Source: an optimization exercise on an open RTL-to-GDS flow (aim: small area, a short achievable clock period and few clock cycles per item). Production flows keep margins and buffers that such runs may drop.
Only simulation tests tie the RTL to the original design; equivalence was not proved.
Power and IR drop assume default switching activity.

Design idior_fec_rx, start of the top module:
module idior_fec_rx (
  input  wire        clk,
  input  wire        rst,           
  input  wire        in_valid,
  output wire        in_ready,
  input  wire [63:0] in_data,       
  output wire        out_valid,
  input  wire        out_ready,
  output reg  [63:0] out_data,      
  output wire        out_last,
  output reg  [1:0]  out_fix_even,  
  output reg         out_bad_even,  
  output reg  [1:0]  out_fix_odd,
  output reg         out_bad_odd,
  output reg         out_crc_ok
);
  function automatic [7:0] gf_mul(input [7:0] a, input [7:0] b);
    reg [7:0] p;
    reg [7:0] aa;
    integer i;
    begin
      p  = 8'h00;
      aa = a;
      for (i = 0; i < 8; i = i + 1) begin
        if (b[i]) p = p ^ aa;
        aa = {aa[6:0], 1'b0} ^ (aa[7] ? 8'h1d : 8'h00);
      end
      gf_mul = p;
    end
  endfunction
  function automatic [7:0] gf_sq(input [7:0] a);
    begin
      gf_sq = (a[0] ? 8'h01 : 8'h00) ^
            (a[1] ? 8'h04 : 8'h00) ^
            (a[2] ? 8'h10 : 8'h00) ^
            (a[3] ? 8'h40 : 8'h00) ^
            (a[4] ? 8'h1d : 8'h00) ^
            (a[5] ? 8'h74 : 8'h00) ^
            (a[6] ? 8'hcd : 8'h00) ^
            (a[7] ? 8'h13 : 8'h00);
    end
  endfunction
  function automatic [7:0] gf_inv(input [7:0] a);
    reg [654:0] t;
    reg [7:0] y;
    begin
      t[0] = ~a[3];
      t[1] = ~a[1];
      t[2] = ~a[4];
      t[3] = a[0] | a[1];
      t[4] = t[2] & t[3];
      t[5] = a[3] | ~(a[2]);
  ...
Size: ~8500 cells after synthesis, about 2000 flip-flops, roughly 140 I/O pins, ~0.10 mm2 of cells after synthesis.
Settings: LEC_CHECK=0, CAP_MARGIN=20, CORE_MARGIN=2, CORE_UTILIZATION=65, CTS_CLUSTER_DIAMETER=70, CTS_CLUSTER_SIZE=34, SLEW_MARGIN=20; clock period 12.0 ns.
standard.sh (not shown) runs the stock make flow with config.mk's settings and CLKGATE_MAP_FILE= SYNTH_SCRIPT=/design/flow/synth_recipe.tcl, a recipe that flattens the netlist after the stock synthesis.
==> flow/flow/run.sh <==
#!/bin/bash
# The standard layout (the standard.sh, unchanged synthesis), with the
# timing repair steps asked to leave a setup margin: the design is still laid
# out and signed off at the design's clock period, but the repair keeps
# improving the critical paths beyond what that period alone requires.
set -euo pipefail
export SETUP_SLACK_MARGIN=8.3
bash standard.sh finish > standard_flow.log 2>&1
Testbench counts at the start, summed over its fixed seeds: cycles 6,720, items 384.
==> next run, changes <==
--- a/flow/flow/run.sh
+++ b/flow/flow/run.sh
@@ -6,3 +6,3 @@
 set -euo pipefail
-export SETUP_SLACK_MARGIN=8.3
+export SETUP_SLACK_MARGIN=8.4
 bash standard.sh finish > standard_flow.log 2>&1
Settings changed: CORE_UTILIZATION 65 to 50, CTS_CLUSTER_DIAMETER 70 to not set, CTS_CLUSTER_SIZE 34 to not set.
=> Synthesized area does not change. Utilization shrinks by 15 points. Power came out higher by 6.8%. Maximum frequency is lower by about 0.44%.
==> next run, changes <==
--- a/flow/flow/run.sh
+++ b/flow/flow/run.sh
@@ -6,3 +6,3 @@
 set -euo pipefail
-export SETUP_SLACK_MARGIN=8.4
+export SETUP_SLACK_MARGIN=8.5
 bash standard.sh finish > standard_flow.log 2>&1
Settings changed: CAP_MARGIN 20 to 5, CORE_UTILIZATION 50 to 65, CTS_CLUSTER_DIAMETER set to 60, CTS_CLUSTER_SIZE set to 30, SLEW_MARGIN 20 to 5.
Sequential power barely changes.
First-iteration DRC count rises by 16%.
Synthesized cell count does not change.
Synthesized area is unchanged.
Flip-flop and latch count is unchanged.
Register-to-register slack barely changes.
Worst hold slack degrades by 0.035 ns.
Power fell by 4.0%.
==> next run, changes <==
--- a/flow/flow/run.sh
+++ b/flow/flow/run.sh
@@ -6,3 +6,3 @@
 set -euo pipefail
-export SETUP_SLACK_MARGIN=8.5
+export SETUP_SLACK_MARGIN=8.7
 bash standard.sh finish > standard_flow.log 2>&1
Settings changed: CAP_MARGIN 5 to 20, CTS_CLUSTER_DIAMETER 60 to 66, CTS_CLUSTER_SIZE 30 to 32, SLEW_MARGIN 5 to 20.
=> The changed run passed the timing, DRC and antenna checks; cell area increases by 1.7%; combinational power rose by about 4%; first-iteration DRC count came out higher by 5.2%; clock power fell by 9.0%; synthesized cell count does not change; synthesized area stays the same.

-- afterwards: timing with drivers on the ports --
In the flow no input, the clock included, has a driving cell. The finished layouts below were timed again as built, in two steps. Step 1 sets driving cells, clkbuf_16 on the clock port and buf_2 on the other inputs (assumed; they add their load-dependent delay and slew). Step 2, shift: input delay + t, output delay - t, t = (earliest + latest rising clock arrival at the registers) / 2. This alone moves slack from input paths to output paths. a / b / c = ideal ports / drivers / drivers and shift; a / b = the first two.
run	t (ns)	setup slack, ns	worst setup path at the end	worst register clock-pin slew, ns	pins driven straight from the clock port
the first run	0.849	8.194 / 8.164 / 7.464	input to register	0.12 / 0.12	1
the second run	0.947	8.178 / 8.087 / 7.453	input to register	0.08 / 0.08	1
the third run	0.881	8.179 / 8.094 / 7.564	input to register	0.11 / 0.11	1
the fourth run	0.848	8.238 / 8.146 / 7.672	input to register	0.12 / 0.12	1
After both steps setup and hold are still met in every run listed. The setup slack of the first run, which loses most, moves by -0.030 ns with the drivers and by -0.730 ns with both steps.
